This design comes from an exercise in tuning for small area, a short achievable clock period and few clock cycles on the open sky130 flow, not from production work. Where RTL was checked, it was by simulation tests only, not by an equivalence proof against the original. Power is estimated from default activity; no workload was simulated.

== P ==
==> module reel_block_tx, before the edit <==
module reel_block_tx (
  input  wire        clk,
  input  wire        rst,
  input  wire [4:0]  blk_init,
  input  wire [7:0]  seq_init,
  input  wire [39:0] in_data,
  input  wire        in_valid,
  output wire        in_ready,
  output reg  [39:0] out_data,
  output reg         out_valid,
  output reg         out_sob,
  input  wire        out_ready
);
  localparam [47:0] CLAPPER  = 48'hF3A6_0C59_D21E;
  localparam [57:0] SCR_INIT = 58'h2C5_9A37_E1D0_64BB;
  function [15:0] crc16_64(input [63:0] bits);
    integer i;
    reg [15:0] c;
    reg        b;
    begin
      c = 16'hFFFF;
      for (i = 63; i >= 0; i = i - 1) begin
        b = c[15] ^ bits[i];
        c  = {c[14:0], 1'b0} ^ (b ? 16'h1021 : 16'h0000);
      end
      crc16_64 = c;
    end
  endfunction
  function [97:0] scramble40(input [57:0] s_in);
    integer i;
    reg [57:0] s;
    reg [39:0] ks;
    reg        f;
    begin
      s = s_in;
      for (i = 39; i >= 0; i = i - 1) begin
        f     = s[57] ^ s[38];
        ks[i] = f;
        s     = {s[56:0], f};
      end
      scramble40 = {s, ks};
    end
  endfunction
  reg [8:0] word;       
  reg       w0;         
  reg       w1;         
  reg       wh;         
  reg       wd;         
  reg       wp;         
  reg       wl;         
  reg [4:0] blk;
  reg [7:0] seq;
  reg [15:0] crc;
  reg [3:0] fl;         
  reg       fb;         
  reg       zv;         
  wire [39:0] line;     
  reg        ir;        
  reg        go;        
  reg [39:0] sk_data;
  reg        sk_sob;
  reg        sk_v;
  assign in_ready = ir;
  wire step  = go & (~wd | in_valid);       
  wire ofree = ~out_valid | out_ready;      
  wire fb_n  = rst | (fb & (fl != 4'd0));
  wire skv_n = ~rst & ~ofree & (sk_v | step);
  wire wd_n  = ~rst & (step ? (w1 | (wd & (word != 9'd423))) : wd);
  wire go_n  = ~fb_n & ~skv_n;
  always @(posedge clk) begin
    go   <= go_n;
    ir   <= go_n & wd_n;
    sk_v <= skv_n;
    if (~sk_v) begin
      sk_data <= line;
      sk_sob  <= w0;
    end
    if (rst)
      out_valid <= 1'b0;
    else if (ofree)
      out_valid <= sk_v | step;
    if (ofree & (sk_v | step)) begin
      out_data <= sk_v ? sk_data : line;
      out_sob  <= sk_v ? sk_sob : w0;
    end
  end
  wire [39:0] hdr = w0 ? CLAPPER[47:8] : {CLAPPER[7:0], 3'b000, blk, seq, crc};
  wire [39:0] d   = wh ? hdr : in_data;
  wire [9:0] pa_hi, pa_lo, pb_hi, pb_lo;
  rs_enc2 u_rs_a (
    .clk(clk), .en(step | fb), .zv(zv), .clr(fb),
    .d_hi(d[39:30]), .d_lo(d[19:10]),
    .p_hi(pa_hi), .p_lo(pa_lo)
  );
  rs_enc2 u_rs_b (
    .clk(clk), .en(step | fb), .zv(zv), .clr(fb),
    .d_hi(d[29:20]), .d_lo(d[9:0]),
    .p_hi(pb_hi), .p_lo(pb_lo)
  );
  reg  [57:0] scr;
  wire [97:0] scr_out = scramble40(scr);
  wire [39:0] plain   = wp ? {pa_hi, pb_hi, pa_lo, pb_lo} : d;
  assign      line    = plain ^ (scr_out[39:0] & {40{~wh}});
  always @(posedge clk) begin
    crc <= crc16_64({CLAPPER, 3'b000, blk, seq});
    if (step)
      scr <= w1 ? SCR_INIT : scr_out[97:40];
    if (rst) begin
      word      <= 9'd0;
      w0        <= 1'b1;
      w1        <= 1'b0;
      wh        <= 1'b1;
      wd        <= 1'b0;
      wp        <= 1'b0;
      wl        <= 1'b0;
      blk       <= blk_init;
      seq       <= seq_init;
      fl        <= 4'd11;
      fb        <= 1'b1;
      zv        <= 1'b1;
    end else begin
      if (fb) begin
        fl <= fl - 4'd1;
        if (fl == 4'd0) begin
          fb <= 1'b0;
          zv <= 1'b0;
        end
      end
      if (step) begin
        word <= wl ? 9'd0 : word + 9'd1;
        w0   <= wl;
        w1   <= w0;
        wh   <= wl | w0;
        wd   <= w1 | (wd & (word != 9'd423));
        wp   <= (wd & (word == 9'd423)) | (wp & ~wl);
        zv   <= (wd & (word == 9'd423)) | (wp & ~wl);
        wl   <= (word == 9'd446);
        if (wl) begin
          blk <= blk + 5'd1;
          if (blk == 5'd31)
            seq <= seq + 8'd1;
        end
      end
    end
  end
endmodule
clock: 7.5 ns
lec_check: 0
cap_margin: 20
core_margin: 2
core_utilization: 50
cts_cluster_diameter: 120
cts_cluster_size: 16
setup_slack_margin: 4.7
slew_margin: 20
run.sh (not shown) runs the stock make flow with config.mk's settings and CLKGATE_MAP_FILE= SYNTH_SCRIPT=/design/flow/synth_recipe.tcl, a recipe that flattens the netlist after the stock synthesis.
Testbench counts of P, summed over its fixed seeds: cycles 21,608.
Relative to P, the following input files were edited for Q:
--- a/flow/design.v
+++ b/flow/design.v
@@ -1895,7 +1895,7 @@
   reg       wl;         
   reg [4:0] blk;
   reg [7:0] seq;
-  reg [15:0] crc;
+  wire [15:0] crc = crc16_64({CLAPPER, 3'b000, blk, seq});
   reg [3:0] fl;         
   reg       fb;         
   reg       zv;         
@@ -1947,7 +1947,6 @@
   wire [39:0] plain   = wp ? {pa_hi, pb_hi, pa_lo, pb_lo} : d;
   assign      line    = plain ^ (scr_out[39:0] & {40{~wh}});
   always @(posedge clk) begin
-    crc <= crc16_64({CLAPPER, 3'b000, blk, seq});
     if (step)
       scr <= w1 ? SCR_INIT : scr_out[97:40];
     if (rst) begin
Findings:
Diff P -> Q: final clock skew shrank by 7.0 ps; count of non-filler cells in the finished layout grew by 67; highest net fanout along the worst path shrank by 1; final worst setup slack shrank by 35 ps. Number of iterations in the first detailed-routing pass down 1 in Q wrt P. Sequential group share of total power of P is on par with Q. From P to Q the numbers moved as follows: sequential share of layout area fell 0.66 points; transition time at the pin with the least slew margin rose 150 ps; number of buffer and inverter instances along the worst setup path rose 2; fmax fell 1.2%. The higher quantity of gates resized following cts of P and Q is in Q. P gets by with more registers than Q.
Only the layout flow was run in Q; the RTL was not checked for function there.

---

## red
reel_block_tx, a different RTL version from the one above (not shown whole).
Size in the first run: roughly 5700 cells after synthesis.
==> module reel_block_tx, before the edit <==
module reel_block_tx (
  input  wire        clk,
  input  wire        rst,
  input  wire [4:0]  blk_init,
  input  wire [7:0]  seq_init,
  input  wire [39:0] in_data,
  input  wire        in_valid,
  output wire        in_ready,
  output reg  [39:0] out_data,
  output reg         out_valid,
  output reg         out_sob,
  input  wire        out_ready
);
  localparam [47:0] CLAPPER  = 48'hF3A6_0C59_D21E;
  localparam [57:0] SCR_INIT = 58'h2C5_9A37_E1D0_64BB;
  function [15:0] crc16_64(input [63:0] bits);
    integer i;
    reg [15:0] c;
    reg        b;
    begin
      c = 16'hFFFF;
      for (i = 63; i >= 0; i = i - 1) begin
        b = c[15] ^ bits[i];
        c  = {c[14:0], 1'b0} ^ (b ? 16'h1021 : 16'h0000);
      end
      crc16_64 = c;
    end
  endfunction
  function [97:0] scramble40(input [57:0] s_in);
    integer i;
    reg [57:0] s;
    reg [39:0] ks;
    reg        f;
    begin
      s = s_in;
      for (i = 39; i >= 0; i = i - 1) begin
        f     = s[57] ^ s[38];
        ks[i] = f;
        s     = {s[56:0], f};
      end
      scramble40 = {s, ks};
    end
  endfunction
  reg [8:0] word;       
  reg       w0;         
  reg       w1;         
  reg       wh;         
  reg       wd;         
  reg       wp;         
  reg       wl;         
  reg [4:0] blk;
  reg [7:0] seq;
  reg [15:0] crc;
  reg [3:0] fl;         
  reg       fb;         
  reg       zv;         
  wire [39:0] line;     
  reg        ir;        
  reg        go;        
  reg [39:0] sk_data;
  reg        sk_sob;
  reg        sk_v;
  assign in_ready = ir;
  reg [39:0] ob_data;
  reg        ob_sob;
  wire step  = go & (~wd | in_valid);       
  wire ofree = ~out_valid | out_ready;      
  wire oload = ofree & (sk_v | step);       
  wire [39:0] o_new = sk_v ? sk_data : line;
  wire        s_new = sk_v ? sk_sob : w0;
  wire fb_n  = rst | (fb & (fl != 4'd0));
  wire skv_n = ~rst & ~ofree & (sk_v | step);
  wire wd_n  = ~rst & (step ? (w1 | (wd & (word != 9'd423))) : wd);
  wire go_n  = ~fb_n & ~skv_n;
  always @(posedge clk) begin
    go   <= go_n;
    ir   <= go_n & wd_n;
    sk_v <= skv_n;
    if (~sk_v) begin
      sk_data <= line;
      sk_sob  <= w0;
    end
    if (rst)
      out_valid <= 1'b0;
    else if (ofree)
      out_valid <= sk_v | step;
    if (ofree) begin
      ob_data <= o_new;
      ob_sob  <= s_new;
    end
    out_data <= oload ? o_new : ob_data;
    out_sob  <= oload ? s_new : ob_sob;
  end
  wire [39:0] hdr = w0 ? CLAPPER[47:8] : {CLAPPER[7:0], 3'b000, blk, seq, crc};
  wire [39:0] d   = wh ? hdr : in_data;
  wire [9:0] pa_hi, pa_lo, pb_hi, pb_lo;
  rs_enc2 u_rs_a (
    .clk(clk), .en(step | fb), .zv(zv), .clr(fb),
    .d_hi(d[39:30]), .d_lo(d[19:10]),
    .p_hi(pa_hi), .p_lo(pa_lo)
  );
  rs_enc2 u_rs_b (
    .clk(clk), .en(step | fb), .zv(zv), .clr(fb),
    .d_hi(d[29:20]), .d_lo(d[9:0]),
    .p_hi(pb_hi), .p_lo(pb_lo)
  );
  reg  [57:0] scr;
  wire [97:0] scr_out = scramble40(scr);
  wire [39:0] plain   = wp ? {pa_hi, pb_hi, pa_lo, pb_lo} : d;
  assign      line    = plain ^ (scr_out[39:0] & {40{~wh}});
  always @(posedge clk) begin
    crc <= crc16_64({CLAPPER, 3'b000, blk, seq});
    if (step)
      scr <= w1 ? SCR_INIT : scr_out[97:40];
    if (rst) begin
      word      <= 9'd0;
      w0        <= 1'b1;
      w1        <= 1'b0;
      wh        <= 1'b1;
      wd        <= 1'b0;
      wp        <= 1'b0;
      wl        <= 1'b0;
      blk       <= blk_init;
      seq       <= seq_init;
      fl        <= 4'd11;
      fb        <= 1'b1;
      zv        <= 1'b1;
    end else begin
      if (fb) begin
        fl <= fl - 4'd1;
        if (fl == 4'd0) begin
          fb <= 1'b0;
          zv <= 1'b0;
        end
      end
      if (step) begin
        word <= wl ? 9'd0 : word + 9'd1;
        w0   <= wl;
        w1   <= w0;
        wh   <= wl | w0;
        wd   <= w1 | (wd & (word != 9'd423));
        wp   <= (wd & (word == 9'd423)) | (wp & ~wl);
        zv   <= (wd & (word == 9'd423)) | (wp & ~wl);
        wl   <= (word == 9'd446);
        if (wl) begin
          blk <= blk + 5'd1;
          if (blk == 5'd31)
            seq <= seq + 8'd1;
        end
      end
    end
  end
endmodule
make LEC_CHECK=0 CAP_MARGIN=20 CORE_MARGIN=2 CORE_UTILIZATION=60 CTS_BUF_LIST=sky130_fd_sc_hd__clkbuf_8 CTS_CLUSTER_DIAMETER=100 CTS_CLUSTER_SIZE=12 SETUP_SLACK_MARGIN=4.7 SLEW_MARGIN=20 finish   # period 7.5 ns
For blue, these inputs were changed with respect to red:
--- a/flow/design.v
+++ b/flow/design.v
@@ -1905,15 +1905,10 @@
   reg [39:0] sk_data;
   reg        sk_sob;
   reg        sk_v;
   assign in_ready = ir;
-  reg [39:0] ob_data;
-  reg        ob_sob;
   wire step  = go & (~wd | in_valid);       
   wire ofree = ~out_valid | out_ready;      
-  wire oload = ofree & (sk_v | step);       
-  wire [39:0] o_new = sk_v ? sk_data : line;
-  wire        s_new = sk_v ? sk_sob : w0;
   wire fb_n  = rst | (fb & (fl != 4'd0));
   wire skv_n = ~rst & ~ofree & (sk_v | step);
   wire wd_n  = ~rst & (step ? (w1 | (wd & (word != 9'd423))) : wd);
   wire go_n  = ~fb_n & ~skv_n;
@@ -1928,14 +1923,12 @@
     if (rst)
       out_valid <= 1'b0;
     else if (ofree)
       out_valid <= sk_v | step;
-    if (ofree) begin
-      ob_data <= o_new;
-      ob_sob  <= s_new;
+    if (ofree & (sk_v | step)) begin
+      out_data <= sk_v ? sk_data : line;
+      out_sob  <= sk_v ? sk_sob : w0;
     end
-    out_data <= oload ? o_new : ob_data;
-    out_sob  <= oload ? s_new : ob_sob;
   end
   wire [39:0] hdr = w0 ? CLAPPER[47:8] : {CLAPPER[7:0], 3'b000, blk, seq, crc};
   wire [39:0] d   = wh ? hdr : in_data;
   wire [9:0] pa_hi, pa_lo, pb_hi, pb_lo;
==> comparison <==
blue: PASS, flow complete, no timing, DRC or antenna violations
Comparing number of buffers inserted by post-CTS setup repair for red and blue, the smaller number came from blue.
Comparing red and blue, the lower largest incremental delay on the critical path was measured on blue.
Compared with red, blue shows part of the total power dissipated in combinational logic higher by 0.2 points.
Compared with red, in blue total CTS buffers lost 2.8%, register-to-register slack went up by 0.10 ns, share of total power in sequential cells about even, synthesized area down 1.5%, met1 track utilization from global routing decreased 1.2 points.
Flip-flop and latch count shrinks by a few percent when moving from red to blue.
Looking only at core occupancy in the finished layout, and setting everything else aside, the lower value of red and blue goes to blue.
Required time at the worst-slack endpoint was lower in the run labelled blue.
Launching instance or port of the critical path: out_data[16] -> blue, u_rs_a.vr[0] -> red
Relative to red, largest fanout on the critical path decreased by 12 in blue.
Placeable core region was lower in blue than in red.
Testbench counts of blue, summed over its fixed seeds: cycles 21,608.
Only the layout flow was run in red; the RTL was not checked for function there.

-- port drivers added, routing unchanged --
The flow's constraints put no driver on any port. The routed layouts listed below were extracted and timed again, unchanged, in two steps. Step 1: set_driving_cell puts a clkbuf_16 on clk and a buf_2 on each other input, an assumption about the parent block. Step 2 times the ports against the registers' clock, not the clock port: input delays grow and output delays shrink by t, the midpoint of the rising clock arrivals with the driver on. a / b / c = ideal ports / drivers / drivers and shift; a / b = the first two.
| run | t, ns | setup slack, ns | worst slew at a driven data input, ns |
|---|---|---|---|
| P | 0.829 | 4.572 / 4.540 / 3.904 | 0.04 |
| Q | 0.800 | 4.537 / 4.537 / 3.960 | 0.08 |
| red | 0.984 | 4.450 / 4.450 / 3.700 | 0.04 |
| blue | 0.960 | 4.490 / 4.407 / 3.793 | 0.04 |
After both steps every run listed still meets setup and hold. For red, which loses most, drivers alone change the setup slack by 0.000 ns; drivers and shift together by -0.750 ns.
